Background: an optimization exercise with open tools, aiming at small area and a short achievable clock period. Do not read the settings as production practice.
At most, simulation tests tie the RTL to the original design; equivalence was not proved.
Only the layout flow was run in run 6; the RTL was not checked for function there.
Power is estimated from default activity; no workload was simulated.

`flow/design.v`:
```
module enc_filter (
    input  wire       clk,
    input  wire       load,     
    input  wire       step,     
    input  wire [7:0] y,        
    input  wire       y_zero,   
    input  wire       in,
    output reg        out_q,
    output wire       qual      
);
    reg  [7:0] run_q;
    reg        at_n_q;          
    wire       diff = in ^ out_q;
    assign qual = step && diff && at_n_q;
    wire [7:0] run_inc;
    wire       run_co;
    enc_inc #(.W(8)) u_inc (.a(run_q), .ci(1'b1), .s(run_inc), .co(run_co));
    wire       inc_at_n = (run_inc == y);
    always @(posedge clk) begin
        if (load) begin
            out_q  <= in;
            run_q  <= 8'd0;
            at_n_q <= y_zero;
        end else if (step) begin
            if (qual)
                out_q <= in;
            if (!diff || at_n_q) begin
                run_q  <= 8'd0;
                at_n_q <= y_zero;
            end else begin
                run_q  <= run_inc;
                at_n_q <= inc_at_n;
            end
        end
    end
endmodule
module enc_rca #(parameter W = 8) (
    input  wire [W-1:0] a,
    input  wire [W-1:0] b,
    input  wire         ci,
    output wire [W-1:0] s,
    output wire         co
);
    wire [W:0] c;
    assign c[0] = ci;
    genvar i;
    generate
        for (i = 0; i < W; i = i + 1) begin : g_bit
            wire p = a[i] ^ b[i];
            assign s[i]   = p ^ c[i];
            assign c[i+1] = (a[i] & b[i]) | (p & c[i]);
        end
    endgenerate
    assign co = c[W];
endmodule
module enc_dstep #(parameter W = 9) (
    input  wire [W-2:0] r,
    input  wire [W-1:0] d,
    input  wire         hz,      
    output wire         b,
    output wire [W-1:0] rn
);
    wire [W-1:0] t = {r, 1'b0};
    wire [W-1:0] s;
    wire         co;
    enc_rca #(.W(W)) u_sub (.a(t), .b(~d), .ci(1'b1), .s(s), .co(co));
    assign b  = hz & co;
    assign rn = b ? s : t;
endmodule
module enc_inc #(parameter W = 8) (
    input  wire [W-1:0] a,
    input  wire         ci,
    output wire [W-1:0] s,
    output wire         co
);
    wire [W:0] c;
    assign c[0] = ci;
    genvar i;
    generate
        for (i = 0; i < W; i = i + 1) begin : g_bit
            assign s[i]   = a[i] ^ c[i];
            assign c[i+1] = a[i] & c[i];
        end
    endgenerate
    assign co = c[W];
endmodule
module enc_top (
    input  wire        clk,
    input  wire        rst,           
    input  wire        en,            
    input  wire [7:0]  filt_n,        
    input  wire        invert,        
    input  wire        enc_a,
    input  wire        enc_b,
    input  wire        clr_unc,       
    output reg  [47:0] count,         
    output wire [55:0] p256,          
    output wire        fwd,           
    output wire        still,         
    output wire [23:0] deff,          
    output reg  [23:0] delta,         
    output reg         uncertain,     
    output reg  [23:0] ill_count      
);
    localparam [23:0] M24 = 24'hFFFFFF;
    genvar i;
    reg  [7:0] n_q;
    wire [7:0] nm1_n;
    wire       n_zero;
    enc_inc #(.W(8)) u_nm1 (.a(~n_q), .ci(1'b1), .s(nm1_n), .co(n_zero));
    wire [7:0] y = n_zero ? 8'd0 : ~nm1_n;
    wire       y_zero = (n_q[7:1] == 7'd0);
    reg  en_q;
    wire load = en && !en_q;
    wire step = en && en_q;
    wire fa, fb, qa, qb;
    enc_filter u_fa (.clk(clk), .load(load), .step(step), .y(y), .y_zero(y_zero),
                     .in(enc_a), .out_q(fa), .qual(qa));
    enc_filter u_fb (.clk(clk), .load(load), .step(step), .y(y), .y_zero(y_zero),
                     .in(enc_b), .out_q(fb), .qual(qb));
    reg  dir_known, rev_q, after_ill, valid, dmax;
    wire fwd_a    = !(fa ^ fb) ^ invert;             
    wire same_a   = fwd_a ^ rev_q;                   
    wire known    = !after_ill && dir_known;
    wire illegal  = qa && qb;
    wire legal    = qa ^ qb;
    wire step_fwd = qa ? fwd_a : !fwd_a;
    wire good     = known && (qa ? same_a : !same_a);
    wire vedge    = legal && good;
    reg  [23:0] g_q;
    wire [24:0] g_inc;
    enc_inc #(.W(24)) u_ginc (.a(g_q), .ci(1'b1), .s(g_inc[23:0]), .co(g_inc[24]));
    wire [23:0] g_nxt = g_inc[24] ? M24 : g_inc[23:0];
    reg  [23:0] m_q;
    wire [24:0] m_inc;
    enc_inc #(.W(24)) u_minc (.a(m_q), .ci(1'b1), .s(m_inc[23:0]), .co(m_inc[24]));
    reg  [7:0] tk_s;
    reg  [8:0] tk_t;
    reg  [7:0] tb_s;
    reg  [8:0] tb_t;
    always @(*) begin
        case (g_inc[3:0])
            4'd2:  begin tb_s = 8'd128; tb_t = 9'd0;  end
            4'd3:  begin tb_s = 8'd85;  tb_t = 9'd1;  end
            4'd4:  begin tb_s = 8'd64;  tb_t = 9'd0;  end
            4'd5:  begin tb_s = 8'd51;  tb_t = 9'd1;  end
            4'd6:  begin tb_s = 8'd42;  tb_t = 9'd4;  end
            4'd7:  begin tb_s = 8'd36;  tb_t = 9'd4;  end
            4'd8:  begin tb_s = 8'd32;  tb_t = 9'd0;  end
            4'd9:  begin tb_s = 8'd28;  tb_t = 9'd4;  end
            4'd10: begin tb_s = 8'd25;  tb_t = 9'd6;  end
            4'd11: begin tb_s = 8'd23;  tb_t = 9'd3;  end
            4'd12: begin tb_s = 8'd21;  tb_t = 9'd4;  end
            4'd13: begin tb_s = 8'd19;  tb_t = 9'd9;  end
            4'd14: begin tb_s = 8'd18;  tb_t = 9'd4;  end
            4'd15: begin tb_s = 8'd17;  tb_t = 9'd1;  end
            4'd0:  begin tb_s = 8'd16;  tb_t = 9'd0;  end
            default: begin tb_s = 8'd255; tb_t = 9'd1; end
        endcase
    end
    wire       tk_small = (g_inc[24:4] == 21'd0) || (g_inc[24:0] == 25'd16);
    wire [8:0] tk_d;
    wire       tk_ge;
    enc_rca #(.W(9)) u_tkd (.a(tk_t), .b(~{1'b0, tk_s}), .ci(1'b1),
                            .s(tk_d), .co(tk_ge));
    wire [8:0] tk_w;
    wire       tk_wc;
    enc_rca #(.W(9)) u_tkw (.a(tk_d), .b(g_inc[8:0]), .ci(1'b0),
                            .s(tk_w), .co(tk_wc));
    wire [7:0] tk_sm1_n;
    wire       tk_sm1_c;
    enc_inc #(.W(8)) u_tks (.a(~tk_s), .ci(1'b1), .s(tk_sm1_n), .co(tk_sm1_c));
    wire [7:0] tk_s_n = tk_small ? tb_s : (tk_ge ? tk_s : ~tk_sm1_n);
    wire [8:0] tk_t_n = tk_small ? tb_t : (tk_ge ? tk_d : tk_w);
    wire [24:0] g_p2;
    wire        gp2_c;
    assign g_p2[0] = g_q[0];
    enc_inc #(.W(10)) u_gp2 (.a(g_q[10:1]), .ci(1'b1), .s(g_p2[10:1]), .co(gp2_c));
    assign g_p2[24:11] = {13'd0, gp2_c | (|g_q[23:11])};
    wire [2:0]  d1_q;
    wire [10:0] d1_r;
    enc_div1 u_d1 (.y(y), .d(g_p2), .q(d1_q), .r(d1_r));
    reg  [2:0]  p1_q;
    reg  [10:0] p1_r;
    wire [2:0]  d2_q;
    wire [13:0] d2_r;
    enc_div2 u_d2 (.r_in(p1_r), .d(g_inc), .q(d2_q), .r(d2_r));
    reg  [5:0]  p2_q;
    reg  [13:0] p2_r;
    wire [1:0]  d3_q;
    wire [15:0] dv_r;
    enc_div3 u_d3 (.r_in(p2_r), .d({1'b0, g_q}), .q(d3_q), .r(dv_r));
    wire [7:0]  dv_q   = {p2_q, d3_q};
    wire [7:0]  dsat_s;
    wire        dsat_c;
    enc_rca #(.W(8)) u_dsat (.a(y), .b(~g_q[7:0]), .ci(1'b1),
                             .s(dsat_s), .co(dsat_c));
    wire        dv_sat = ~|g_q[23:8] & dsat_c;
    reg  [7:0]  frac_q;      
    reg         fz_q;        
    reg         ovf_q;       
    reg  [23:0] rem_q;
    reg  [7:0]  st_s;
    reg  [8:0]  st_t;
    wire [8:0]  rs_lo;
    wire        rs_c;
    enc_rca #(.W(9)) u_rsl (.a(rem_q[8:0]), .b(st_t), .ci(1'b0),
                            .s(rs_lo), .co(rs_c));
    wire [15:0] rs_hi;
    enc_inc #(.W(15)) u_rsh (.a(rem_q[23:9]), .ci(rs_c), .s(rs_hi[14:0]), .co(rs_hi[15]));
    wire [24:0] rsum  = {rs_hi, rs_lo};
    wire [24:0] rsub;
    wire        rc;
    enc_rca #(.W(25)) u_rsb (.a(rsum), .b(~{1'b0, delta}), .ci(1'b1),
                             .s(rsub), .co(rc));
    wire [7:0]  qs;
    wire        qc;
    enc_rca #(.W(8)) u_qs (.a(frac_q), .b(st_s), .ci(rc), .s(qs), .co(qc));
    always @(posedge clk) begin
        en_q  <= en;
        n_q   <= filt_n;
        g_q   <= g_nxt;
        tk_s  <= tk_s_n;
        tk_t  <= tk_t_n;
        p1_q  <= d1_q;
        p1_r  <= d1_r;
        p2_q  <= {p1_q, d2_q};
        p2_r  <= d2_r;
        if (ovf_q) begin
            if (!m_inc[24])
                m_q <= m_inc[23:0];
        end else begin
            frac_q <= qc ? 8'd255 : qs;
            fz_q   <= qc | (|qs);
            ovf_q  <= qc;
            rem_q  <= rc ? rsub[23:0] : rsum[23:0];
        end
        if (step && legal) begin
            g_q  <= 24'd1;
            tk_s <= 8'd255;
            tk_t <= 9'd1;
        end
        if (step && illegal)
            after_ill <= 1'b1;
        else if (step && legal)
            after_ill <= 1'b0;
        if (step && vedge) begin
            delta <= g_q;
            dmax  <= &g_q;
            m_q   <= dv_sat ? {16'd0, y} : g_q;
            ovf_q <= dv_sat;
            if (dv_sat) begin
                frac_q <= 8'd255;
                fz_q   <= 1'b1;
            end else if (y == 8'd1) begin
                frac_q <= tk_s;
                fz_q   <= |tk_s;
                rem_q  <= {15'd0, tk_t};
            end else begin
                frac_q <= dv_q;
                fz_q   <= |dv_q;
                rem_q  <= {8'd0, dv_r};
            end
            st_s <= tk_s;
            st_t <= tk_t;
        end
        if (rst) begin
            en_q      <= 1'b0;
            dir_known <= 1'b0;
            rev_q     <= 1'b0;
            valid     <= 1'b0;
            delta     <= 24'd0;
            count     <= 48'd0;
            uncertain <= 1'b0;
            ill_count <= 24'd0;
        end else begin
            if (clr_unc)
                uncertain <= 1'b0;
            if (load) begin
                dir_known <= 1'b0;
                rev_q     <= 1'b0;
                valid     <= 1'b0;
            end else if (step) begin
                if (illegal) begin
                    uncertain <= 1'b1;
                    if (!ill_inc[24])
                        ill_count <= ill_inc[23:0];
                end else if (legal) begin
                    count     <= step_fwd ? c_p1 : c_m1;
                    valid     <= good;
                    dir_known <= 1'b1;
                    rev_q     <= !step_fwd;
                end
            end
        end
    end
    wire [24:0] ill_inc;
    enc_inc #(.W(24)) u_ill (.a(ill_count), .ci(1'b1), .s(ill_inc[23:0]), .co(ill_inc[24]));
    wire [47:0] c_p1;
    wire        c_p1c;
    enc_inc #(.W(48)) u_cp1 (.a(count),  .ci(1'b1), .s(c_p1),  .co(c_p1c));
    wire [47:0] c_dn;
    assign c_dn[0] = 1'b1;
    generate
        for (i = 1; i < 48; i = i + 1) begin : g_cdn
            assign c_dn[i] = ~|count[i-1:0];
        end
    endgenerate
    wire        fon  = valid && !dmax;
    wire [7:0]  frac = fon ? frac_q : 8'd0;
    wire [8:0]  fo;
    assign fo[0] = 1'b0;
    generate
        for (i = 0; i < 8; i = i + 1) begin : g_neg
            assign fo[i+1] = fo[i] | frac[i];
        end
    endgenerate
    wire [7:0]  plo = frac ^ ({8{rev_q}} & fo[7:0]);
    wire        dec = rev_q && fon && fz_q;
    wire [47:0] c_m1 = count ^ c_dn;
    wire [47:0] chi  = dec ? c_m1 : count;
    assign fwd  = !rev_q;
    assign p256 = {chi, plo};
    assign still = !fon || rev_q;
    assign deff  = still ? 24'd0 : m_q;
endmodule
module enc_div1 (
    input  wire [7:0]  y,
    input  wire [24:0] d,
    output wire [2:0]  q,
    output wire [10:0] r
);
    wire hz11 = ~|d[24:11];           
    wire hz10 = hz11 & ~d[10];
    wire hz9  = hz10 & ~d[9];
    wire [8:0]  r0;
    wire [9:0]  r1;
    enc_dstep #(.W(9))  u0 (.r(y),  .d(d[8:0]),  .hz(hz9),  .b(q[2]), .rn(r0));
    enc_dstep #(.W(10)) u1 (.r(r0), .d(d[9:0]),  .hz(hz10), .b(q[1]), .rn(r1));
    enc_dstep #(.W(11)) u2 (.r(r1), .d(d[10:0]), .hz(hz11), .b(q[0]), .rn(r));
endmodule
module enc_div2 (
    input  wire [10:0] r_in,
    input  wire [24:0] d,
    output wire [2:0]  q,
    output wire [13:0] r
);
    wire hz14 = ~|d[24:14];           
    wire hz13 = hz14 & ~d[13];
    wire hz12 = hz13 & ~d[12];
    wire [11:0] r0;
    wire [12:0] r1;
    enc_dstep #(.W(12)) u0 (.r(r_in), .d(d[11:0]), .hz(hz12), .b(q[2]), .rn(r0));
    enc_dstep #(.W(13)) u1 (.r(r0),   .d(d[12:0]), .hz(hz13), .b(q[1]), .rn(r1));
    enc_dstep #(.W(14)) u2 (.r(r1),   .d(d[13:0]), .hz(hz14), .b(q[0]), .rn(r));
endmodule
module enc_div3 (
    input  wire [13:0] r_in,
    input  wire [24:0] d,
    output wire [1:0]  q,
    output wire [15:0] r
);
    wire hz16 = ~|d[24:16];           
    wire hz15 = hz16 & ~d[15];
    wire [14:0] r0;
    enc_dstep #(.W(15)) u0 (.r(r_in), .d(d[14:0]), .hz(hz15), .b(q[1]), .rn(r0));
    enc_dstep #(.W(16)) u1 (.r(r0),   .d(d[15:0]), .hz(hz16), .b(q[0]), .rn(r));
endmodule
```
`flow/flow/run.sh`:
```
#!/bin/bash
# The standard layout, with plain buffers on the ports instead of the
# delay cell buffer_ports picks by default, and a clock tree of smaller
# buffers without dummy loads. Each tool's output goes to its own log
# here; ORFS keeps its step logs under orfs/logs.
set -euo pipefail
export BUFFER_PORTS_ARGS="-buffer_cell sky130_fd_sc_hd__buf_1"
export CTS_ARGS="-sink_clustering_enable -repair_clock_nets -dont_use_dummy_load -buf_list sky130_fd_sc_hd__clkbuf_8 -sink_clustering_size 16 -sink_clustering_max_diameter 60"
export SETUP_SLACK_MARGIN=85.0
bash standard.sh > standard.log 2>&1
```
`flow/standard.sh`:
```
#!/bin/bash
# synth_recipe.tcl (not shown) runs the flow's synth.tcl, then flattens the netlist and writes it again
# the make line also repeats each setting of config.mk as NAME=value (left out here)
make -C /OpenROAD-flow-scripts/flow DESIGN_CONFIG=/design/flow/config.mk WORK_HOME=/design/flow/orfs CLKGATE_MAP_FILE= SYNTH_SCRIPT=/design/flow/synth_recipe.tcl "${@:-finish}"
```
`flow/config.mk`:
```
export PLATFORM = sky130hd
export DESIGN_NAME = enc_top
export DESIGN_NICKNAME = enc_top
export VERILOG_FILES = /design/flow/design.v
export SDC_FILE = /design/flow/constraint.sdc
export NUM_CORES = 4
export LEC_CHECK = 0
export CAP_MARGIN = 20
export CORE_MARGIN = 2
export CORE_UTILIZATION = 40
export SLEW_MARGIN = 20
```
`flow/constraint.sdc`:
```
create_clock -name core_clock -period 110.0 [get_ports {clk}]
set_input_delay 22.0000 -clock core_clock [delete_from_list [all_inputs] [get_ports {clk}]]
set_output_delay 22.0000 -clock core_clock [all_outputs]
set_load 0.01 [all_outputs]
```
==> results.txt, run 1 <==
result of the run=finished clean; share of the synthesized area in the top cell type=22.8%; first-pass GRT wire length=between 80000 and 90000 um; number of top-level pins=194; total number of yosys warnings=2; peak ir drop on the vdd network=about 0.00001 V; worst-skew pair later-pin latency=a little under 0.7 ns; combined global-route utilization of all metal layers=20.7%; placeable core area=around 49000 sq um; post-detailed-routing wire length=~53000 um; number of antenna violations at the first check in global routing=1; WP data required=88.00 ns; total power per unit cell area=approximately 15 nW/um^2; pre-CTS setup slack=around 84 ns; setup slack of the most critical reg-to-reg path=92.24 ns; post-synth net total=between 2000 and 3000; cell row count=slightly above 80; critical path data arrival time=about 3 ns; Relative slew margins=32.0%; Buf+Inv Stages, Crit Path=5; most common flop cell mapped by yosys=sky130_fd_sc_hd__dfxtp_1; mean post-synth cell area=~9 sq um; Area growth, synth to finish=9.99%; critical path's largest stage delay=about 0.35 ns; Max Freq=about 40 MHz; via count of the first global-routing pass=between 15000 and 20000; number of max-cap violations=0; Initial Util=between 40% and 50%; RSZ-0062 raised after global routing=yes; Total Die Area=~51000 sq um; Final Instance Area=approximately 22000 sq um; clock transition time at the flip-flop clock pins of the worst setup and hold paths=around 0.080 ns; Placed Area=21100 sq um; sequential cell area fraction in the yosys report=roughly 31%; buffer depth of the longest clock path=3; kind of cell adding the most delay to the critical path=simple AND/OR/NAND/NOR gates; hpwl dp=approximately 39000 um; TritonRoute pass-1 iters=5; crit path setup slack, layout=roughly 85 ns; final hold violations=0; CP max stage cell=sky130_fd_sc_hd__dfxtp_4; leakage power summed over all cells=just under 10 nW; Post-DRT Antenna Nets=0; number of design-rule violations left by the first detailed-router iteration=920; # clock sinks=approximately 280; maximum fanout along the worst path=5; number of standard cells in the final layout excluding fillers=3000; post-layout net count=approximately 2700; cells along the critical path=inv_1 > ha_2 > nor3b_4 > buf_6 > buf_4 > nand4_1 > buf_4 > nor4_2 > nand2_1 > xnor2_1 > buf_1; routability congestion estimate=roughly 0.89; hold-fix buffers at CTS=0; cell count after synthesis=around 2200; number of flops mapped to enable cells by yosys=between 50 and 60; cell count after placement=2952; vias per inst=between 5 and 6; cell chosen for the clock root=sky130_fd_sc_hd__clkbuf_8; Worst setup SP type=register; count of endpoints failing setup in the final report=0; worst clock skew on the final layout=slightly below 0.1 ns; ranking of synthesized cells by instance count=sky130_fd_sc_hd__nand2_1, sky130_fd_sc_hd__dfxtp_1, sky130_fd_sc_hd__ha_1; cell area after synthesis=roughly 20000 sq um; cells taking the most area after synthesis=sky130_fd_sc_hd__dfxtp_1, sky130_fd_sc_hd__fa_1, sky130_fd_sc_hd__ha_1, sky130_fd_sc_hd__edfxtp_1, sky130_fd_sc_hd__nand2_1; type of the worst min-delay path=register to register; final total negative setup slack=0 ns; Worst Setup End Kind=output port; pins over their slew limit=0; height of the die=between 200 and 250 um; fraction of registers with async set or reset after synthesis=0%; count of buffers inserted at the top-level ports=approximately 190; Least-Margin Pin Slew=1.02 ns; layout cell share with drive strength beyond 1=between 6 and 7%; Cell variety after synth=around 70; remaining global-route overflow=0; TritonCTS Buffers=31; Pwr Total=~0.00033 W; DR vias=between 15000 and 20000; remaining routing DRC violations=0; post-layout minimum cycle time=~25 ns; Chip Width=227 um; CTS H-Tree Depth=1; synthesized flop and latch total=between 200 and 300; dominant cell type by count on the critical path=sky130_fd_sc_hd__buf_4; maximum number of pins on one net before global-route repair=84; Worst Path Class, Setup=register to output port; Routed WL per cell=17.7 um; clock tree from TritonCTS=yes; share of the clock period used by the worst path after layout=a little under a quarter; most instantiated library cell after synthesis=sky130_fd_sc_hd__nand2_1; Yosys top cell by area=sky130_fd_sc_hd__dfxtp_1
## registers in the layout, summed over array words and instances (netlist names), 3 cells and up
signal and cells:
count 48, delta 24, frac_q 8, g_q 24, ill_count 24, m_q 24, n_q 8, p1_q 3
p1_r 11, p2_q 6, p2_r 14, rem_q 24, st_s 8, st_t 9, tk_s 8, tk_t 9
u_fa.run_q 8, u_fb.run_q 8
## worst register-to-register path: cells and delay by family (launching register included)
family | cells | cell delay, ns
AOI/OAI and AO/OA | 3 | 0.30
xor gates and xnor gates | 1 | 0.12
adders and majority gates | 46 | 13.97
buffers and inverters | 4 | 0.83
DFF | 1 | 0.57
and+or+nand+nor | 8 | 1.82
## metal layers
| layer | GRT usage, % | share of wire [%] | routed length, um | vias up |
|---|---|---|---|---|
| met5 | 0 | 0 | 0 | - |
| met4 | 4.33 | 1.9 | 993 | 0 |
| met3 | 3.05 | 5.6 | 2980 | 61 |
| met2 | 33.6 | 46 | 24600 | 371 |
| met1 | 29.2 | 46 | 24700 | 7646 |
| li1 | - | - | - | 7791 |
## through the flow
| step | util (%) | hold WS, ns |
|---|---|---|
| global route | 44.6 | 0.342 |
| global placement | 43.2 | 0.311 |
| floorplan | - | 0.310 |
| finish | 44.6 | 0.336 |
| detailed placement | 43.2 | 0.317 |
| CTS | 44.4 | 0.338 |
## power breakdown
part	total, W	switching [W]	internal (W)	leakage (nW)
combinational	0.000143	0.0000820	0.0000606	7.26
clock	0.0000616	0.0000368	0.0000248	0.223
sequential	0.000130	0.0000153	0.000115	2.38
total	0.000334	0.000134	0.000200	9.86
## placed cells by master, fill, tap and decap left out, drive strengths merged, types with 10 or more instances in the layout
master  Yosys  layout
a211oi     22      22
a21o       11      11
a21oi     146     146
a22oi      10      10
a31oi      11      11
and2       13      13
and3       30      30
buf        24     230
clkbuf    100      35
dfxtp     226     226
edfxtp     55      55
fa        139     139
ha        191     191
inv       173     173
mux2       24      24
mux2i      71      71
nand2     294     294
nand2b     13      13
nand3      32      32
nand4      25      25
nor2      175     175
nor3       47      47
nor4       29      29
o211ai     17      17
o21ai     128     128
or2        10      10
or3        13      13
xnor2      39      39
xor2       34      34
## area by class of cell
type / instances / area [sq um]
inverter: 174 / 666
clock buffer: 31 / 427
multi-input combinational: 1615 / 12700
antenna: 1 / 2.50
tap: 664 / 831
fill: 4799 / 27100
sequential: 281 / 6180
timing repair buffer: 234 / 1050
## logic make-up (layout without fill, tap and decap cells)
logic type,after synthesis,after routing,share of synthesized area (%)
compound gates,396,396,11.8
xor+xnor,73,73,3.26
mux,95,95,5.01
buf+inv,298,439,5.88
other cells,0,1,0
flops,281,281,31.1
simple gates,720,721,17.0
fa+ha+maj,330,330,26.0
## worst paths after layout
check	from	endpoint	cells after the start
min	p1_q[2]	p2_q[5]	0
max reg2reg	g_q[1]	p2_r[1]	62
min reg2reg	p1_q[2]	p2_q[5]	0
max	count[1]	p256[33]	11
## timing repair
item / 4_1_cts / 5_1_grt
gates cloned: 1 / 0
buffers inserted: 12 / 3
endpoints found under the setup margin: 97 / 39
gates resized for setup: 28 / 17
pin swaps: 6 / 5
==> run 2: changes to the inputs <==
--- a/flow/flow/run.sh
+++ b/flow/flow/run.sh
@@ -7,4 +7,4 @@
 export BUFFER_PORTS_ARGS="-buffer_cell sky130_fd_sc_hd__buf_1"
 export CTS_ARGS="-sink_clustering_enable -repair_clock_nets -dont_use_dummy_load -buf_list sky130_fd_sc_hd__clkbuf_8 -sink_clustering_size 16 -sink_clustering_max_diameter 60"
-export SETUP_SLACK_MARGIN=85.0
+export SETUP_SLACK_MARGIN=84.3
 bash standard.sh > standard.log 2>&1
==> results.txt, run 2 <==
result of the run=finished clean (unchanged); global-route track usage on met1=28.9% (was 29.2%); critical path data arrival time=3.41 ns (was 2.95 ns); crit path setup slack, layout=84.59 ns (was 85.05 ns); P_int=0.000199 W (was 0.000200 W); Least-Margin Pin Slew=1.06 ns (was 1.02 ns); final hold violations=0 (unchanged); # clock sinks=281 (unchanged); most instantiated library cell after synthesis=sky130_fd_sc_hd__nand2_1 (unchanged); area share of xor/xnor cells in the synthesized design=3.26% (unchanged); max reg flops=48 (unchanged); Hold EP=p2_q[3] (was p2_q[5]); combined global-route utilization of all metal layers=20.5% (was 20.7%); most frequent cells in the layout=sky130_fd_sc_hd__nand2_1, sky130_fd_sc_hd__dfxtp_1, sky130_fd_sc_hd__buf_1 (was sky130_fd_sc_hd__nand2_1, sky130_fd_sc_hd__dfxtp_1, sky130_fd_sc_hd__ha_1); number of flops mapped to enable cells by yosys=55 (unchanged); post-layout minimum cycle time=25.41 ns (was 24.95 ns); number of antenna violations at the first check in global routing=1 (unchanged); Post-DRT Antenna Nets=0 (unchanged); most utilized layer in the global route result=met2 (unchanged); portion of total power attributed to the clock network=18.1% (was 18.4%); RSZ-0062 raised after global routing=yes (unchanged); routability congestion estimate=0.870 (was 0.886); DR vias=15770 (was 15869); Chip Width=227 um (unchanged); hpwl dp=39400 um (was 39500 um); pins over their slew limit=0 (unchanged); type of the worst min-delay path=register to register (unchanged); TritonCTS Buffers=30 (was 31); Relative slew margins=29.2% (was 32.0%); Initial Util=40.6% (unchanged); Worst R2R End=p2_r[1] (unchanged); remaining global-route overflow=0 (unchanged); cell chosen for the clock root=sky130_fd_sc_hd__clkbuf_8 (unchanged); length in cells of the worst reg-to-reg path=51 (was 62); number of standard cells in the final layout excluding fillers=2982 (was 3000); number of top-level pins=194 (unchanged); leakage power summed over all cells=9.71 nW (was 9.86 nW); most common cell after layout, fill and taps aside=sky130_fd_sc_hd__nand2_1 (unchanged); share of power burned in registers=39.2% (was 38.9%); Worst Setup End Kind=output port (unchanged); number of design-rule violations left by the first detailed-router iteration=916 (was 920); number of max-cap violations=0 (unchanged); launching point of the worst reg2reg path=g_q[1] (unchanged); hold-fix buffers at CTS=0 (unchanged); clock tree from TritonCTS=yes (unchanged); Max Freq=39.3 MHz (was 40.1 MHz); fraction of synthesized area in multiplexers=5.01% (unchanged); post-synthesis share of cell area spent on full adders, half adders and majority gates=26.0% (unchanged); area used by sequential logic in the layout=6180 sq um (about the same); maximum fanout along the worst path=8 (was 5); remaining routing DRC violations=0 (unchanged); Routed WL per cell=17.6 um (was 17.7 um); area share of and/or/nand/nor cells after synthesis=17.0% (unchanged); Worst Path Class, Setup=register to output port (unchanged); Fin Hold WS=0.335 ns (was 0.336 ns); first-pass GRT wire length=84400 um (was 85300 um); switching share of total power=40.3% (was 40.1%); maximum number of pins on one net before global-route repair=84 (unchanged); post-synth net total=2538 (unchanged); worst-skew pair later-pin latency=0.68 ns (about the same); Yosys top cell by area=sky130_fd_sc_hd__dfxtp_1 (unchanged); total of fill cells in the finished design=4810 (was 4799); WP data required=88.00 ns (about the same); share of the synthesized area in compound gates (AO/OA/AOI/OAI)=11.8% (unchanged); cell row count=81 (unchanged); peak ir drop on the vdd network=0.0000106 V (was 0.0000102 V); final total negative setup slack=0 ns (unchanged); share of the synthesized area in the top cell type=22.8% (unchanged); total power per unit cell area=15.4 nW/um^2 (was 15.3 nW/um^2); Total Die Area=51500 sq um (unchanged); share of the clock period used by the worst path after layout=23.1% (was 22.7%); cell count after placement=2951 (was 2952); Cell variety after synth=71 (unchanged); mean post-synth cell area=9.06 sq um (unchanged); TritonRoute pass-1 iters=5 (unchanged); combinational family with the most area after synthesis=adder cells (unchanged); setup slack of the most critical reg-to-reg path=92.27 ns (was 92.24 ns); switching power=0.000134 W (about the same); cell area after synthesis=19900 sq um (unchanged); total number of yosys warnings=2 (unchanged); Worst setup SP type=register (unchanged); most common flop cell mapped by yosys=sky130_fd_sc_hd__dfxtp_1 (unchanged); GR met2 Demand/Resource=32.6% (was 33.6%); post-layout net count=2664 (was 2682); worst clock skew on the final layout=0.113 ns (was 0.0986 ns); via count of the first global-routing pass=15515 (was 15409); cell count after synthesis=2193 (unchanged); met3 Resource Use GR=3.20% (was 3.05%); Min-Delay Startpoint=p1_q[0] (was p1_q[2]); pre-CTS setup slack=83.54 ns (was 83.76 ns); Area growth, synth to finish=8.53% (was 9.99%); synthesized flop and latch total=281 (unchanged); Hold Path Cell Cnt=0 (unchanged); placeable core area=49000 sq um (unchanged); post-detailed-routing wire length=52500 um (was 53200 um); clock transition time at the flip-flop clock pins of the worst setup and hold paths=0.09 ns (was 0.08 ns); height of the die=227 um (unchanged); CTS H-Tree Depth=1 (unchanged); footprint of the multi-input gates=12600 sq um (was 12700 sq um); count of endpoints failing setup in the final report=0 (unchanged); layout cell share with drive strength beyond 1=4.88% (was 6.72%); Reg with most FFs=count (unchanged); buffer depth of the longest clock path=3 (unchanged); ranking of synthesized cells by instance count=sky130_fd_sc_hd__nand2_1, sky130_fd_sc_hd__dfxtp_1, sky130_fd_sc_hd__ha_1 (unchanged); count of buffers inserted at the top-level ports=193 (unchanged); fraction of power consumed by combinational cells=42.7% (was 42.6%); vias per inst=5.29 (about the same); Pwr Total=0.000333 W (was 0.000334 W); fraction of registers with async set or reset after synthesis=0% (unchanged); cells taking the most area after synthesis=sky130_fd_sc_hd__dfxtp_1, sky130_fd_sc_hd__fa_1, sky130_fd_sc_hd__ha_1, sky130_fd_sc_hd__edfxtp_1, sky130_fd_sc_hd__nand2_1 (unchanged); sequential cell area fraction in the yosys report=31.1% (unchanged)
==> run 2: cell families after synthesis <==
group | count (synthesis)
compound gates | 396
xor+xnor | 73
fa+ha+maj | 330
buf+inv | 298
flops | 281
mux | 95
simple gates | 720
==> run 2: critical path: stages, from the launching register on <==
cell and delay (ns):
sky130_fd_sc_hd__dfxtp_1 0.41, sky130_fd_sc_hd__nor3_1 0.47, sky130_fd_sc_hd__nand4_1 0.43, sky130_fd_sc_hd__nor3_4 0.41, sky130_fd_sc_hd__nor4b_1 0.30, sky130_fd_sc_hd__ha_1 0.26
sky130_fd_sc_hd__nand2_1 0.09, sky130_fd_sc_hd__xnor2_1 0.19, sky130_fd_sc_hd__buf_1 0.17
==> run 2: power groups by stage <==
stage	registers, W	clock network [W]	logic [W]
6_report	0.000130	0.0000604	0.000142
5_1_grt	0.000132	0.0000663	0.000167
4_1_cts	0.000130	0.0000628	0.000143
3_5_place_dp	0.000132	0	0.000142
3_3_place_gp	0.000132	0	0.000136
2_1_floorplan	0.000125	0	0.000112
==> run 2: what timing repair did <==
| action | in CTS | in global routing |
|---|---|---|
| gates resized for setup | 3 | 4 |
| endpoints found under the setup margin | 35 | 14 |
| pin swaps | 0 | 0 |
| buffers inserted | 0 | 0 |
| cloned | 0 | 0 |
==> run 2: worst max-delay path by stage <==
stage                    from       end  cells after the start
floorplan               enc_b    m_q[0]                     11
global placement           en  rem_q[4]                     13
detailed placement      enc_b  rem_q[8]                     13
CTS                      dmax  p256[44]                      6
global route               en  rem_q[7]                     13
finish              count[11]  p256[41]                      8
==> run 2: routing by layer <==
layer | wire [um] | up-vias
li1 | - | 7742
met1 | 24500 | 7574
met2 | 23700 | 382
met3 | 3060 | 72
met4 | 1280 | 0
met5 | 0 | -
==> run 2: layout make-up <==
cell class	count	area share, %
multi-input cells	1614	58.3
flip-flops and latches	281	28.6
repair buffers	218	4.25
well taps	664	3.85
inverters	174	3.05
clock buffers	30	1.91
diodes	1	0.0116
==> run 2: metrics by stage <==
stage	util (%)	cell area, sq um
after floorplan	-	19900
after global placement	43.1	21100
after detailed placement	43.1	21100
after CTS	44.0	21500
after global routing	44.1	21600
final	44.1	21600
==> run 3: changes to the inputs <==
--- a/flow/flow/run.sh
+++ b/flow/flow/run.sh
@@ -7,4 +7,4 @@
 export BUFFER_PORTS_ARGS="-buffer_cell sky130_fd_sc_hd__buf_1"
 export CTS_ARGS="-sink_clustering_enable -repair_clock_nets -dont_use_dummy_load -buf_list sky130_fd_sc_hd__clkbuf_8 -sink_clustering_size 16 -sink_clustering_max_diameter 60"
-export SETUP_SLACK_MARGIN=84.3
+export SETUP_SLACK_MARGIN=84.6
 bash standard.sh > standard.log 2>&1
--- a/flow/config.mk
+++ b/flow/config.mk
@@ -8,4 +8,4 @@
 export CAP_MARGIN = 20
 export CORE_MARGIN = 2
-export CORE_UTILIZATION = 40
+export CORE_UTILIZATION = 60
 export SLEW_MARGIN = 20
==> results.txt, run 3 <==
result of the run=finished clean (unchanged); hpwl dp=37700 um (was 39400 um); Chip Width=186 um (was 227 um); post-detailed-routing wire length=50000 um (was 52500 um); number of top-level pins=194 (unchanged); combined global-route utilization of all metal layers=29.4% (was 20.5%); total number of yosys warnings=2 (unchanged); total setup buffers inserted after CTS=0 (unchanged); layout cell share with drive strength beyond 1=4.83% (was 4.88%); fraction of power consumed by combinational cells=42.6% (was 42.7%); cell chosen for the clock root=sky130_fd_sc_hd__clkbuf_8 (unchanged); Pwr Total=0.000334 W (was 0.000333 W); max reg flops=48 (unchanged); Cell variety after synth=71 (unchanged); maximum number of pins on one net before global-route repair=84 (unchanged); crit path to=p256[41] (unchanged); Post-DRT Antenna Nets=0 (unchanged); mean post-synth cell area=9.06 sq um (unchanged); final hold violations=0 (unchanged); post-layout net count=2665 (was 2664); cell row count=66 (was 81); number of standard cells in the final layout excluding fillers=2760 (was 2982); vias per inst=5.79 (was 5.29); critical path data arrival time=3.20 ns (was 3.41 ns); peak ir drop on the vdd network=0.0000143 V (was 0.0000106 V); pins over their slew limit=0 (unchanged); RSZ-0062 raised after global routing=no (was yes); TritonRoute pass-1 iters=5 (unchanged); sequential cell area fraction in the yosys report=31.1% (unchanged); Yosys top cell by area=sky130_fd_sc_hd__dfxtp_1 (unchanged); most frequent cells in the layout=sky130_fd_sc_hd__nand2_1, sky130_fd_sc_hd__dfxtp_1, sky130_fd_sc_hd__buf_1 (unchanged); Area growth, synth to finish=7.27% (was 8.53%); buffer depth of the longest clock path=3 (unchanged); TritonCTS Buffers=31 (was 30); height of the die=186 um (was 227 um); crit path launch=count[0] (was count[11]); clock transition time at the flip-flop clock pins of the worst setup and hold paths=0.07 ns (was 0.09 ns); remaining global-route overflow=0 (unchanged); most common cell after layout, fill and taps aside=sky130_fd_sc_hd__nand2_1 (unchanged); count of endpoints failing setup in the final report=0 (unchanged); most instantiated library cell after synthesis=sky130_fd_sc_hd__nand2_1 (unchanged); length in cells of the worst reg-to-reg path=50 (was 51); count of buffers inserted at the top-level ports=193 (unchanged); Least-Margin Pin Slew=1.11 ns (was 1.06 ns); synthesized flop and latch total=281 (unchanged); Worst Path Class, Setup=register to output port (unchanged); cell count after placement=2729 (was 2951); Initial Util=61.1% (was 40.6%); remaining routing DRC violations=0 (unchanged); share of the synthesized area in the top cell type=22.8% (unchanged); total power per unit cell area=15.7 nW/um^2 (was 15.4 nW/um^2); Routed WL per cell=18.1 um (was 17.6 um); WP data required=88.00 ns (about the same); first-pass GRT wire length=81200 um (was 84400 um); cell count after synthesis=2193 (unchanged); worst-skew pair later-pin latency=0.63 ns (was 0.68 ns); hold-fix buffers at CTS=0 (unchanged); maximum fanout along the worst path=7 (was 8); Worst R2R End=p2_r[1] (unchanged); number of max-cap violations=0 (unchanged); number of flops mapped to enable cells by yosys=55 (unchanged); Total Die Area=34600 sq um (was 51500 sq um); switching share of total power=40.1% (was 40.3%); ranking of synthesized cells by instance count=sky130_fd_sc_hd__nand2_1, sky130_fd_sc_hd__dfxtp_1, sky130_fd_sc_hd__ha_1 (unchanged); Final Instance Area=21300 sq um (was 21600 sq um); Max Freq=39.7 MHz (was 39.3 MHz); Fin Hold WS=0.328 ns (was 0.335 ns); portion of total power attributed to the clock network=18.3% (was 18.1%); setup slack of the most critical reg-to-reg path=92.41 ns (was 92.27 ns); placeable core area=32500 sq um (was 49000 sq um); number of design-rule violations left by the first detailed-router iteration=1083 (was 916); # clock sinks=281 (unchanged); launching point of the worst reg2reg path=g_q[1] (unchanged); type of the worst min-delay path=register to register (unchanged); Relative slew margins=25.9% (was 29.2%); cell area after synthesis=19900 sq um (unchanged); routability congestion estimate=0.888 (was 0.870); final total negative setup slack=0 ns (unchanged); post-layout minimum cycle time=25.20 ns (was 25.41 ns); CTS H-Tree Depth=1 (unchanged); Placed Area=20800 sq um (was 21100 sq um); most common flop cell mapped by yosys=sky130_fd_sc_hd__dfxtp_1 (unchanged); leakage power summed over all cells=9.72 nW (was 9.71 nW); cells taking the most area after synthesis=sky130_fd_sc_hd__dfxtp_1, sky130_fd_sc_hd__fa_1, sky130_fd_sc_hd__ha_1, sky130_fd_sc_hd__edfxtp_1, sky130_fd_sc_hd__nand2_1 (unchanged); P_int=0.000200 W (was 0.000199 W); fraction of registers with async set or reset after synthesis=0% (unchanged); post-synth net total=2538 (unchanged); Worst Setup End Kind=output port (unchanged); share of power burned in registers=39.2% (about the same); clock tree from TritonCTS=yes (unchanged); number of antenna violations at the first check in global routing=0 (was 1); Reg with most FFs=count (unchanged); worst clock skew on the final layout=0.0720 ns (was 0.113 ns); via count of the first global-routing pass=15408 (was 15515); DR vias=15973 (was 15770); total of fill cells in the finished design=2798 (was 4810); switching power=0.000134 W (about the same); share of the clock period used by the worst path after layout=22.9% (was 23.1%); Worst setup SP type=register (unchanged); number of diodes=0 (was 1)
[run 3: how the worst min path moves through the flow]
stage,slack [ns],startpoint,cells past startpoint,end
after global routing,0.34,p1_q[0],0,p2_q[3]
after global placement,0.31,p1_q[1],0,p2_q[4]
after floorplan,0.31,p1_q[0],0,p2_q[3]
after CTS,0.33,p1_q[0],0,p2_q[3]
final,0.33,p1_q[0],0,p2_q[3]
after detailed placement,0.31,p1_q[0],0,p2_q[3]
[run 3: metrics by stage]
step	setup WS (ns)	util [%]
after floorplan	84.94	-
after global placement	83.84	64.0
after detailed placement	83.81	64.0
after CTS	84.61	65.4
after global routing	84.60	65.5
final	84.80	65.5
[run 3: cells by family after synthesis]
kind of cell	Yosys count	synth area share, %
and+or+nand+nor	720	17.0
AOI/OAI and AO/OA	396	11.8
adders and majority gates	330	26.0
buffers and inverters	298	5.88
muxes	95	5.01
DFF	281	31.1
xor gates and xnor gates	73	3.26
[run 3: per-layer routing]
metal | share of wire [%] | track usage (%) | vias up
li1 | - | - | 7747
met5 | 0 | 0 | -
met4 | 2.1 | 6.80 | 0
met2 | 44 | 46.1 | 502
met1 | 47 | 43.2 | 7650
met3 | 6.8 | 3.83 | 74
[run 3: layout make-up]
type	instances	area, sq um	area share (%)
timing repair buffer	218	916	4.30
inverter	174	661	3.10
tap	442	553	2.59
multi-input combinational	1614	12600	59.0
sequential	281	6180	29.0
clock buffer	31	427	2.00
[run 3: what timing repair did]
item / 4_1_cts / 5_1_grt
pin swaps: 0 / 0
resized for setup: 4 / 5
setup endpoints to repair: 39 / 35
[run 3: critical path: stages (launching register included)]
cell	delay [ns]
sky130_fd_sc_hd__dfxtp_1	0.34
sky130_fd_sc_hd__inv_1	0.10
sky130_fd_sc_hd__ha_1	0.18
sky130_fd_sc_hd__nor3b_4	0.39
sky130_fd_sc_hd__nand3_1	0.26
sky130_fd_sc_hd__nor3_4	0.35
sky130_fd_sc_hd__nor4b_1	0.28
sky130_fd_sc_hd__ha_1	0.25
sky130_fd_sc_hd__nand2_1	0.08
sky130_fd_sc_hd__xnor2_1	0.20
sky130_fd_sc_hd__buf_1	0.18
[run 3: power groups by stage]
| stage | clock network, W | logic, W | registers (W) |
|---|---|---|---|
| global route | 0.0000663 | 0.000165 | 0.000132 |
| floorplan | 0 | 0.000112 | 0.000125 |
| global placement | 0 | 0.000135 | 0.000132 |
| CTS | 0.0000624 | 0.000142 | 0.000130 |
| detailed placement | 0 | 0.000141 | 0.000133 |
| finish | 0.0000609 | 0.000142 | 0.000131 |
==> run 4: changes to the inputs <==
--- a/flow/design.v
+++ b/flow/design.v
@@ -253,4 +253,8 @@
                 frac_q <= 8'd255;
                 fz_q   <= 1'b1;
+            end else if (y_zero) begin
+                frac_q <= 8'd0;
+                fz_q   <= 1'b0;
+                rem_q  <= 24'd0;
             end else if (y == 8'd1) begin
                 frac_q <= tk_s;
--- a/flow/config.mk
+++ b/flow/config.mk
@@ -8,4 +8,4 @@
 export CAP_MARGIN = 20
 export CORE_MARGIN = 2
-export CORE_UTILIZATION = 60
+export CORE_UTILIZATION = 40
 export SLEW_MARGIN = 20
==> results.txt, run 4 <==
layout cell share with drive strength beyond 1=5.59% (was 4.83%); Area growth, synth to finish=9.49% (was 7.27%); count of buffers inserted at the top-level ports=193 (unchanged); number of antenna violations at the first check in global routing=0 (unchanged); share of the clock period used by the worst path after layout=23.1% (was 22.9%); Initial Util=40.2% (was 61.1%); buffer depth of the longest clock path=3 (unchanged); critical path data arrival time=3.43 ns (was 3.20 ns); share of power burned in registers=37.9% (was 39.2%); Relative slew margins=33.6% (was 25.9%); # clock sinks=281 (unchanged); cell count after synthesis=2245 (was 2193); CTS H-Tree Depth=1 (unchanged); total of fill cells in the finished design=4968 (was 2798); Worst Setup End Kind=output port (unchanged); cells taking the most area after synthesis=sky130_fd_sc_hd__dfxtp_1, sky130_fd_sc_hd__fa_1, sky130_fd_sc_hd__ha_1, sky130_fd_sc_hd__edfxtp_1, sky130_fd_sc_hd__nand2_1 (unchanged); result of the run=finished clean (unchanged); Worst setup SP type=register (unchanged); P_int=0.000205 W (was 0.000200 W); total number of yosys warnings=2 (unchanged); share of the core filled with cells=44.0% (was 65.5%); worst clock skew on the final layout=0.0529 ns (was 0.0720 ns); clock tree from TritonCTS=yes (unchanged); TritonRoute pass-1 iters=5 (unchanged); most common flop cell mapped by yosys=sky130_fd_sc_hd__dfxtp_1 (unchanged); Chip Width=228 um (was 186 um); remaining routing DRC violations=0 (unchanged); maximum number of pins on one net before global-route repair=73 (was 84); routability congestion estimate=0.859 (was 0.888); worst-skew pair later-pin latency=0.63 ns (about the same); Yosys top cell by area=sky130_fd_sc_hd__dfxtp_1 (unchanged); switching power=0.000146 W (was 0.000134 W); Max Freq=39.3 MHz (was 39.7 MHz); cell area after synthesis=20100 sq um (was 19900 sq um); synthesized flop and latch total=281 (unchanged); number of diodes=0 (unchanged); Placed Area=21300 sq um (was 20800 sq um); height of the die=228 um (was 186 um); total power per unit cell area=16.0 nW/um^2 (was 15.7 nW/um^2); leakage power summed over all cells=9.59 nW (was 9.72 nW); number of top-level pins=194 (unchanged); fraction of power consumed by combinational cells=44.9% (was 42.6%); most common cell after layout, fill and taps aside=sky130_fd_sc_hd__nand2_1 (unchanged); hold-fix buffers at CTS=0 (unchanged); final hold violations=0 (unchanged); Reg with most FFs=count (unchanged); max reg flops=48 (unchanged); final total negative setup slack=0 ns (unchanged); Final Instance Area=22000 sq um (was 21300 sq um); vias per inst=5.40 (was 5.79); type of the worst min-delay path=register to register (unchanged); DR vias=16397 (was 15973); post-detailed-routing wire length=55000 um (was 50000 um); hpwl dp=41100 um (was 37700 um); remaining global-route overflow=0 (unchanged); post-layout net count=2710 (was 2665); ranking of synthesized cells by instance count=sky130_fd_sc_hd__nand2_1, sky130_fd_sc_hd__dfxtp_1, sky130_fd_sc_hd__ha_1 (unchanged); portion of total power attributed to the clock network=17.1% (was 18.3%); fraction of registers with async set or reset after synthesis=0% (unchanged); TritonCTS Buffers=30 (was 31); mean post-synth cell area=8.93 sq um (was 9.06 sq um); sequential cell area fraction in the yosys report=30.8% (was 31.1%); WP data required=88.00 ns (about the same); Worst Path Class, Setup=register to output port (unchanged); most frequent cells in the layout=sky130_fd_sc_hd__nand2_1, sky130_fd_sc_hd__dfxtp_1, sky130_fd_sc_hd__ha_1 (was sky130_fd_sc_hd__nand2_1, sky130_fd_sc_hd__dfxtp_1, sky130_fd_sc_hd__buf_1); Total Die Area=51900 sq um (was 34600 sq um); clock transition time at the flip-flop clock pins of the worst setup and hold paths=0.10 ns (was 0.07 ns); share of the synthesized area in the top cell type=22.6% (was 22.8%); Routed WL per cell=18.1 um (about the same); Post-DRT Antenna Nets=0 (unchanged); via count of the first global-routing pass=16210 (was 15408); placeable core area=49900 sq um (was 32500 sq um); first-pass GRT wire length=89400 um (was 81200 um); cell chosen for the clock root=sky130_fd_sc_hd__clkbuf_8 (unchanged); count of endpoints failing setup in the final report=0 (unchanged); switching share of total power=41.5% (was 40.1%); number of max-cap violations=0 (unchanged); pins over their slew limit=0 (unchanged); cell row count=82 (was 66); Least-Margin Pin Slew=0.997 ns (was 1.11 ns); most instantiated library cell after synthesis=sky130_fd_sc_hd__nand2_1 (unchanged); number of design-rule violations left by the first detailed-router iteration=1151 (was 1083); peak ir drop on the vdd network=0.00000891 V (was 0.0000143 V); number of flops mapped to enable cells by yosys=55 (unchanged); combined global-route utilization of all metal layers=21.1% (was 29.4%); RSZ-0062 raised after global routing=yes (was no); post-synth net total=2590 (was 2538); Cell variety after synth=64 (was 71); post-layout minimum cycle time=25.43 ns (was 25.20 ns); maximum fanout along the worst path=6 (was 7)
run 4: critical path: stages (launching register included):
cell	delay, ns
sky130_fd_sc_hd__dfxtp_4	0.36
sky130_fd_sc_hd__or4_4	0.51
sky130_fd_sc_hd__or4_4	0.43
sky130_fd_sc_hd__or4_4	0.52
sky130_fd_sc_hd__or4_4	0.52
sky130_fd_sc_hd__nor3_2	0.15
sky130_fd_sc_hd__xor2_1	0.16
sky130_fd_sc_hd__buf_1	0.17
run 4: layer usage:
layer	GRT usage [%]	vias to the layer above	wire length, um	part of all wire (%)
met5	0	-	0	0
met4	6.19	0	1430	2.6
met3	2.73	87	2640	4.8
met2	35.3	400	26200	48
met1	28.5	7929	24800	45
li1	-	7981	-	-
run 4: cell type report:
type                       instances  area (sq um)  share of cell area (%)
clock buffer                      30           413                    1.88
timing repair buffer             224           982                    4.47
multi-input combinational       1660         12900                    58.7
sequential                       281          6190                    28.2
tap                              672           841                    3.83
inverter                         168           633                    2.88
run 4: worst paths after layout:
| check | slack (ns) | depth (start not counted) | startpoint | to |
|---|---|---|---|---|
| worst max-delay path | 84.57 | 7 | count[18] | p256[55] |
| worst min-delay path | 0.35 | 0 | p1_q[0] | p2_q[3] |
| worst max register to register | 92.14 | 59 | g_q[1] | p2_r[1] |
| worst min register to register | 0.35 | 0 | p1_q[0] | p2_q[3] |
run 4: per-stage QoR:
step	hold WS, ns	std cells	setup WS, ns	power, W
global placement	0.317	2997	83.70	0.000286
floorplan	0.310	2245	84.68	0.000249
CTS	0.348	3033	84.50	0.000353
global route	0.351	3035	84.43	0.000384
finish	0.349	3035	84.57	0.000352
detailed placement	0.316	2997	83.59	0.000293
run 4: logic make-up after synthesis:
| group | count (synthesis) | share of synthesized area (%) |
|---|---|---|
| fa+ha+maj | 330 | 25.8 |
| flops | 281 | 30.8 |
| simple gates | 754 | 17.5 |
| mux | 85 | 4.29 |
| compound gates | 420 | 12.8 |
| xor+xnor | 71 | 3.10 |
| buf+inv | 304 | 5.70 |
run 4: what timing repair did:
item / in CTS / in global routing
pin swaps: 4 / 3
buffers inserted: 6 / 1
setup endpoints to repair: 102 / 77
hold endpoints to repair: 0 / 0
resized for setup: 31 / 12
run 4: power groups by stage:
stage	clock [W]	combinational, W	sequential, W
2_1_floorplan	0	0.000121	0.000128
3_3_place_gp	0	0.000150	0.000136
3_5_place_dp	0	0.000157	0.000136
4_1_cts	0.0000618	0.000158	0.000133
5_1_grt	0.0000651	0.000184	0.000135
6_report	0.0000602	0.000158	0.000133
==> run 5: changes to the inputs <==
--- a/flow/design.v
+++ b/flow/design.v
@@ -257,8 +257,8 @@
                 fz_q   <= 1'b0;
                 rem_q  <= 24'd0;
-            end else if (y == 8'd1) begin
-                frac_q <= tk_s;
-                fz_q   <= |tk_s;
-                rem_q  <= {15'd0, tk_t};
+            end else if (y == 8'd1 && g_q == 24'd2) begin
+                frac_q <= 8'd128;
+                fz_q   <= 1'b1;
+                rem_q  <= 24'd0;
             end else begin
                 frac_q <= dv_q;
==> results.txt, run 5 <==
result of the run=finished clean (unchanged); most common flop cell mapped by yosys=sky130_fd_sc_hd__dfxtp_1 (unchanged); setup slack of the most critical reg-to-reg path=91.42 ns (was 92.14 ns); total power per unit cell area=15.8 nW/um^2 (was 16.0 nW/um^2); TritonCTS Buffers=31 (was 30); Yosys top cell by area=sky130_fd_sc_hd__dfxtp_1 (unchanged); fraction of power consumed by combinational cells=43.5% (was 44.9%); most frequent cells in the layout=sky130_fd_sc_hd__nand2_1, sky130_fd_sc_hd__dfxtp_1, sky130_fd_sc_hd__ha_1 (unchanged); critical path data arrival time=3.38 ns (was 3.43 ns); Placed Area=21100 sq um (was 21300 sq um); clock tree from TritonCTS=yes (unchanged); Cell variety after synth=71 (was 64); sequential cell area fraction in the yosys report=31.3% (was 30.8%); cell chosen for the clock root=sky130_fd_sc_hd__clkbuf_8 (unchanged); Chip Width=226 um (was 228 um); share of the core filled with cells=44.5% (was 44.0%); launching point of the worst reg2reg path=g_q[1] (unchanged); CTS H-Tree Depth=1 (unchanged); worst-skew pair later-pin latency=0.69 ns (was 0.63 ns); via count of the first global-routing pass=15751 (was 16210); dominant cell type by count on the critical path=sky130_fd_sc_hd__or4_4 (unchanged); leakage power summed over all cells=9.41 nW (was 9.59 nW); Hold EP=p2_q[4] (was p2_q[3]); placeable core area=48800 sq um (was 49900 sq um); most common cell after layout, fill and taps aside=sky130_fd_sc_hd__nand2_1 (unchanged); post-layout net count=2686 (was 2710); Buf+Inv Stages, Crit Path=2 (was 1); cells taking the most area after synthesis=sky130_fd_sc_hd__dfxtp_1, sky130_fd_sc_hd__fa_1, sky130_fd_sc_hd__ha_1, sky130_fd_sc_hd__edfxtp_1, sky130_fd_sc_hd__nand2_1 (unchanged); total number of yosys warnings=2 (unchanged); share of the synthesized area in the top cell type=22.9% (was 22.6%); mean post-synth cell area=8.98 sq um (was 8.93 sq um); Area growth, synth to finish=10.2% (was 9.49%); maximum fanout along the worst path=7 (was 6); share of power burned in registers=38.6% (was 37.9%); height of the die=226 um (was 228 um); worst clock skew on the final layout=0.110 ns (was 0.0529 ns); synthesized flop and latch total=281 (unchanged); routability congestion estimate=0.883 (was 0.859); Final Instance Area=21700 sq um (was 22000 sq um); max reg flops=48 (unchanged); final hold violations=0 (unchanged); most instantiated library cell after synthesis=sky130_fd_sc_hd__nand2_1 (unchanged); share of the clock period used by the worst path after layout=23.1% (about the same); post-layout minimum cycle time=25.38 ns (was 25.43 ns); first-pass GRT wire length=88700 um (was 89400 um); Relative slew margins=31.0% (was 33.6%); pins over their slew limit=0 (unchanged); maximum number of pins on one net before global-route repair=72 (was 73); post-detailed-routing wire length=56600 um (was 55000 um); Routed WL per cell=18.8 um (was 18.1 um); number of top-level pins=194 (unchanged); cell row count=81 (was 82); remaining global-route overflow=0 (unchanged); kind of cell adding the most delay to the critical path=simple AND/OR/NAND/NOR gates (unchanged); final total negative setup slack=0 ns (unchanged); vias per inst=5.39 (was 5.40); Total Die Area=51100 sq um (was 51900 sq um); peak ir drop on the vdd network=0.00000880 V (was 0.00000891 V); number of design-rule violations left by the first detailed-router iteration=1247 (was 1151); buffer depth of the longest clock path=3 (unchanged); Max Freq=39.4 MHz (was 39.3 MHz); Worst R2R End=p2_r[1] (unchanged); # clock sinks=281 (unchanged); Worst setup SP type=register (unchanged); DR vias=16193 (was 16397); hpwl dp=42500 um (was 41100 um); TritonRoute pass-1 iters=5 (unchanged); count of endpoints failing setup in the final report=0 (unchanged); critical path's largest stage delay=0.57 ns (was 0.52 ns); Post-DRT Antenna Nets=0 (unchanged); number of diodes=0 (unchanged); number of flops mapped to enable cells by yosys=55 (unchanged); cell area after synthesis=19700 sq um (was 20100 sq um); Worst Path Class, Setup=register to output port (unchanged); Hold Path Cell Cnt=0 (unchanged); ranking of synthesized cells by instance count=sky130_fd_sc_hd__nand2_1, sky130_fd_sc_hd__dfxtp_1, sky130_fd_sc_hd__ha_1 (unchanged); Worst Setup End Kind=output port (unchanged); remaining routing DRC violations=0 (unchanged); RSZ-0062 raised after global routing=yes (unchanged); layout cell share with drive strength beyond 1=5.69% (was 5.59%); portion of total power attributed to the clock network=17.9% (was 17.1%); hold-fix buffers at CTS=0 (unchanged); type of the worst min-delay path=register to register (unchanged); Reg with most FFs=count (unchanged); total of fill cells in the finished design=4824 (was 4968); number of max-cap violations=0 (unchanged); fraction of registers with async set or reset after synthesis=0% (unchanged); switching share of total power=41.1% (was 41.5%); P_int=0.000202 W (was 0.000205 W); WP data required=88.00 ns (about the same); CP max stage cell=sky130_fd_sc_hd__or4_4 (unchanged); cell count after synthesis=2196 (was 2245); Least-Margin Pin Slew=1.03 ns (was 0.997 ns); post-synth net total=2542 (was 2590); number of antenna violations at the first check in global routing=1 (was 0); clock transition time at the flip-flop clock pins of the worst setup and hold paths=0.09 ns (was 0.10 ns); cells along the critical path=or4_4 > or4_4 > buf_4 > nor4b_4 > nor2b_2 > ha_1 > nand2_1 > xnor2_2 > buf_1 (was or4_4 > or4_4 > or4_4 > or4_4 > nor3_2 > xor2_1 > buf_1); combined global-route utilization of all metal layers=22.1% (was 21.1%); Initial Util=40.4% (was 40.2%); Min-Delay Startpoint=p1_q[1] (was p1_q[0]); switching power=0.000141 W (was 0.000146 W); length in cells of the worst reg-to-reg path=61 (was 59); count of buffers inserted at the top-level ports=193 (unchanged)
==> run 5: per-layer routing <==
| metal | wire length, um | vias up | track usage, % |
|---|---|---|---|
| met5 | 0 | - | 0 |
| met4 | 2000 | 0 | 7.51 |
| met3 | 3380 | 99 | 3.58 |
| met2 | 26300 | 500 | 36.3 |
| met1 | 24900 | 7808 | 29.7 |
| li1 | - | 7786 | - |
==> run 5: logic make-up (layout without fill, tap and decap cells) <==
logic type               Yosys count  after routing  share of synthesized area, %
AND/OR/NAND/NOR                  761            761                          18.0
AO/OA/AOI/OAI                    372            372                          11.1
adder cells (fa/ha/maj)          331            331                          26.3
buffers and inverters            292            434                          5.60
flip-flops                       281            281                          31.3
multiplexers                      86             86                          4.43
XOR/XNOR                          73             73                          3.24
==> run 5: cell type report <==
type / instances / area, sq um / area share [%]
multi-input cells: 1623 / 12600 / 58.0
well taps: 664 / 831 / 3.82
repair buffers: 233 / 1050 / 4.84
clock buffers: 31 / 427 / 1.96
inverters: 170 / 638 / 2.94
flip-flops and latches: 281 / 6190 / 28.5
==> run 5: per-stage QoR <==
step / total power [W] / hold WS (ns) / cells / worst slack [ns]
after floorplan: 0.000239 / 0.310 / 2196 / 84.87
after global placement: 0.000277 / 0.318 / 2956 / 84.33
after detailed placement: 0.000282 / 0.326 / 2957 / 84.35
after CTS: 0.000345 / 0.330 / 2997 / 84.57
after global routing: 0.000373 / 0.343 / 3002 / 84.49
final: 0.000343 / 0.345 / 3002 / 84.62
==> run 5: worst max path at each step <==
stage	start	depth (start not counted)	slack, ns	end
2_1_floorplan	en	8	84.87	m_q[0]
3_3_place_gp	enc_a	11	84.33	frac_q[4]
3_5_place_dp	enc_a	14	84.35	m_q[17]
4_1_cts	count[15]	9	84.57	p256[41]
5_1_grt	count[17]	9	84.49	p256[41]
6_report	count[17]	9	84.62	p256[41]
==> run 5: power groups by stage <==
stage	Sequential [W]	Combinational, W	Clock, W
2_1_floorplan	0.000126	0.000114	0
3_3_place_gp	0.000135	0.000143	0
3_5_place_dp	0.000135	0.000148	0
4_1_cts	0.000132	0.000149	0.0000634
5_1_grt	0.000133	0.000173	0.0000670
6_report	0.000133	0.000149	0.0000614
==> run 5: timing repair <==
item / CTS / global route
setup buffers: 9 / 5
setup endpoints to repair: 35 / 23
pin swaps: 6 / 2
resized for setup: 16 / 15
==> run 6: changes to the inputs <==
--- a/flow/design.v
+++ b/flow/design.v
@@ -197,6 +197,20 @@
                              .s(dsat_s), .co(dsat_c));
     wire        dv_sat = ~|g_q[23:8] & dsat_c;
+    wire [24:0] ill_inc;
+    enc_inc #(.W(24)) u_ill (.a(ill_count), .ci(1'b1), .s(ill_inc[23:0]), .co(ill_inc[24]));
+    wire [47:0] c_p1;
+    wire        c_p1c;
+    enc_inc #(.W(48)) u_cp1 (.a(count),  .ci(1'b1), .s(c_p1),  .co(c_p1c));
+    wire [47:0] c_dn;
+    assign c_dn[0] = 1'b1;
+    generate
+        for (i = 1; i < 48; i = i + 1) begin : g_cdn
+            assign c_dn[i] = ~|count[i-1:0];
+        end
+    endgenerate
+    wire [47:0] c_m1 = count ^ c_dn;
     reg  [7:0]  frac_q;      
     reg         fz_q;        
+    reg         dec_q;       
     reg         ovf_q;       
     reg  [23:0] rem_q;
@@ -217,5 +231,32 @@
     wire        qc;
     enc_rca #(.W(8)) u_qs (.a(frac_q), .b(st_s), .ci(rc), .s(qs), .co(qc));
+    reg rev_n, valid_n, dmax_n, fz_n;
+    always @(*) begin
+        rev_n   = rev_q;
+        valid_n = valid;
+        dmax_n  = dmax;
+        fz_n    = ovf_q ? fz_q : (qc | (|qs));
+        if (step && vedge) begin
+            dmax_n = &g_q;
+            if (dv_sat)
+                fz_n = 1'b1;
+            else if (y == 8'd1)
+                fz_n = |tk_s;
+            else
+                fz_n = |dv_q;
+        end
+        if (rst) begin
+            rev_n   = 1'b0;
+            valid_n = 1'b0;
+        end else if (load) begin
+            rev_n   = 1'b0;
+            valid_n = 1'b0;
+        end else if (step && legal) begin
+            rev_n   = !step_fwd;
+            valid_n = good;
+        end
+    end
     always @(posedge clk) begin
+        dec_q <= rev_n && valid_n && !dmax_n && fz_n;
         en_q  <= en;
         n_q   <= filt_n;
@@ -253,12 +294,8 @@
                 frac_q <= 8'd255;
                 fz_q   <= 1'b1;
-            end else if (y_zero) begin
-                frac_q <= 8'd0;
-                fz_q   <= 1'b0;
-                rem_q  <= 24'd0;
-            end else if (y == 8'd1 && g_q == 24'd2) begin
-                frac_q <= 8'd128;
-                fz_q   <= 1'b1;
-                rem_q  <= 24'd0;
+            end else if (y == 8'd1) begin
+                frac_q <= tk_s;
+                fz_q   <= |tk_s;
+                rem_q  <= {15'd0, tk_t};
             end else begin
                 frac_q <= dv_q;
@@ -299,16 +336,4 @@
         end
     end
-    wire [24:0] ill_inc;
-    enc_inc #(.W(24)) u_ill (.a(ill_count), .ci(1'b1), .s(ill_inc[23:0]), .co(ill_inc[24]));
-    wire [47:0] c_p1;
-    wire        c_p1c;
-    enc_inc #(.W(48)) u_cp1 (.a(count),  .ci(1'b1), .s(c_p1),  .co(c_p1c));
-    wire [47:0] c_dn;
-    assign c_dn[0] = 1'b1;
-    generate
-        for (i = 1; i < 48; i = i + 1) begin : g_cdn
-            assign c_dn[i] = ~|count[i-1:0];
-        end
-    endgenerate
     wire        fon  = valid && !dmax;
     wire [7:0]  frac = fon ? frac_q : 8'd0;
@@ -321,7 +346,5 @@
     endgenerate
     wire [7:0]  plo = frac ^ ({8{rev_q}} & fo[7:0]);
-    wire        dec = rev_q && fon && fz_q;
-    wire [47:0] c_m1 = count ^ c_dn;
-    wire [47:0] chi  = dec ? c_m1 : count;
+    wire [47:0] chi  = dec_q ? c_m1 : count;
     assign fwd  = !rev_q;
     assign p256 = {chi, plo};
==> results.txt, run 6 <==
footprint of the multi-input gates=12700 sq um (was 12600 sq um); Fin Hold WS=0.335 ns (was 0.345 ns); Worst Path Class, Setup=register to output port (unchanged); post-layout net count=2675 (was 2686); Worst setup SP type=register (unchanged); DR vias=16059 (was 16193); count of buffers inserted at the top-level ports=193 (unchanged); remaining routing DRC violations=0 (unchanged); cell chosen for the clock root=sky130_fd_sc_hd__clkbuf_8 (unchanged); post-synth net total=2548 (was 2542); vias per inst=5.37 (was 5.39); remaining global-route overflow=0 (unchanged); area used by sequential logic in the layout=6190 sq um (about the same); Hold Path Cell Cnt=0 (unchanged); total number of yosys warnings=2 (unchanged); WP data required=88.00 ns (about the same); critical path data arrival time=3.32 ns (was 3.38 ns); layout cell share with drive strength beyond 1=5.80% (was 5.69%); Post-DRT Antenna Nets=0 (unchanged); number of top-level pins=194 (unchanged); ranking of synthesized cells by instance count=sky130_fd_sc_hd__nand2_1, sky130_fd_sc_hd__dfxtp_1, sky130_fd_sc_hd__ha_1 (unchanged); Critical Path Stages=8 (was 9); number of standard cells in the final layout excluding fillers=2993 (was 3002); result of the run=finished clean (unchanged); Yosys top cell by area=sky130_fd_sc_hd__dfxtp_1 (unchanged); Least-Margin Pin Slew=1.08 ns (was 1.03 ns); RSZ-0062 raised after global routing=yes (unchanged); launching point of the worst reg2reg path=g_q[1] (unchanged); setup slack of the most critical reg-to-reg path=91.80 ns (was 91.42 ns); share of the clock period used by the worst path after layout=23.0% (was 23.1%); Initial Util=40.6% (was 40.4%); number of flops mapped to enable cells by yosys=53 (was 55); Total Die Area=51500 sq um (was 51100 sq um); post-layout minimum cycle time=25.32 ns (was 25.38 ns); maximum fanout along the worst path=6 (was 7); cells along the critical path=or4_4 > or4_4 > buf_6 > nor4_4 > nand2_2 > or3_1 > xnor2_1 > buf_2 (was or4_4 > or4_4 > buf_4 > nor4b_4 > nor2b_2 > ha_1 > nand2_1 > xnor2_2 > buf_1); # clock sinks=282 (was 281); dominant cell type by count on the critical path=sky130_fd_sc_hd__or4_4 (unchanged); clock tree from TritonCTS=yes (unchanged); fraction of registers with async set or reset after synthesis=0% (unchanged); most common flop cell mapped by yosys=sky130_fd_sc_hd__dfxtp_1 (unchanged); CTS H-Tree Depth=1 (unchanged); share of the synthesized area in the top cell type=23.0% (was 22.9%); CP max stage cell=sky130_fd_sc_hd__or4_4 (unchanged); kind of cell adding the most delay to the critical path=simple AND/OR/NAND/NOR gates (unchanged); max reg flops=48 (unchanged); Area growth, synth to finish=9.49% (was 10.2%); Buf+Inv Stages, Crit Path=2 (unchanged); placeable core area=49100 sq um (was 48800 sq um)
==> run 6: cell types whose count changed in the layout (fill, tap and decap cells not counted), moves of 10 or more <==
cell,previous run,this run
sky130_fd_sc_hd__a211oi_1,16,29
sky130_fd_sc_hd__and2_1,8,34
sky130_fd_sc_hd__xnor2_1,44,55
sky130_fd_sc_hd__or3_1,9,19
sky130_fd_sc_hd__nand2_1,326,302
sky130_fd_sc_hd__nand3_1,43,33
sky130_fd_sc_hd__mux2i_1,76,93
sky130_fd_sc_hd__a31oi_1,28,7
sky130_fd_sc_hd__and3_1,28,9
sky130_fd_sc_hd__mux2_2,8,18
==> run 6: what timing repair did <==
item                                    in CTS  in global routing
buffers inserted                             0                 12
gates resized for setup                     10                 19
endpoints found under the setup margin      59                 50
pin swaps                                    1                  7
==> run 6: logic make-up (layout without fill, tap and decap cells) <==
kind of cell,Yosys count,in the layout,share of synthesized area (%)
AO/OA/AOI/OAI,381,381,11.6
XOR/XNOR,79,79,3.55
adder cells (fa/ha/maj),330,330,26.0
buffers and inverters,307,432,5.82
flip-flops,282,282,31.0
multiplexers,111,111,5.70
other,0,1,0
AND/OR/NAND/NOR,713,713,16.3
==> run 6: power breakdown <==
group | total [W] | switching [W] | internal, W
combinational | 0.000160 | 0.0000929 | 0.0000671
sequential | 0.000134 | 0.0000177 | 0.000117
clock | 0.0000599 | 0.0000358 | 0.0000241
total | 0.000354 | 0.000146 | 0.000208
==> run 6: worst register-to-register path, delay by kind of cell, from the launching register on <==
kind	cells	cell delay [ns]
AND/OR/NAND/NOR	6	1.59
buffers and inverters	2	0.43
XOR/XNOR	1	0.12
flip-flops	1	0.87
AO/OA/AOI/OAI	4	0.71
adder cells (fa/ha/maj)	35	14.44
==> run 6: per-layer routing <==
layer	routed length, um	up-vias	track usage (%)
met3	2800	69	2.18
met5	0	-	0
met2	25300	433	34.8
met4	1090	0	4.93
li1	-	7749	-
met1	24700	7808	29.2
==> run 6: layout make-up <==
| class | count | area share [%] |
|---|---|---|
| Antenna cell | 1 | 0.0115 |
| Inverter | 175 | 3.02 |
| Sequential cell | 282 | 28.4 |
| Clock buffer | 30 | 1.90 |
| Timing Repair Buffer | 227 | 4.56 |
| Tap cell | 664 | 3.81 |
| Multi-Input combinational cell | 1614 | 58.3 |
==> run 6: how the worst min path moves through the flow <==
stage                   end  slack, ns
floorplan           p2_q[3]       0.31
global placement    p2_q[3]       0.32
detailed placement  p2_q[5]       0.32
CTS                 p2_q[5]       0.34
global route        p2_q[3]       0.35
finish              p2_q[5]       0.34
==> run 6: metrics by stage <==
| step | utilization (%) | power [W] |
|---|---|---|
| 2_1_floorplan | - | 0.000249 |
| 3_5_place_dp | 43.2 | 0.000296 |
| 3_3_place_gp | 43.2 | 0.000287 |
| 6_report | 44.4 | 0.000354 |
| 5_1_grt | 44.4 | 0.000389 |
| 4_1_cts | 44.1 | 0.000356 |

Check on run 6: ideal ports give 84.684 ns setup slack; a clkbuf_16 on the clock port and buf_2 on the inputs give 84.631 ns; moving port delays by the midpoint clock arrival (0.667 ns) as well gives 84.471 ns.
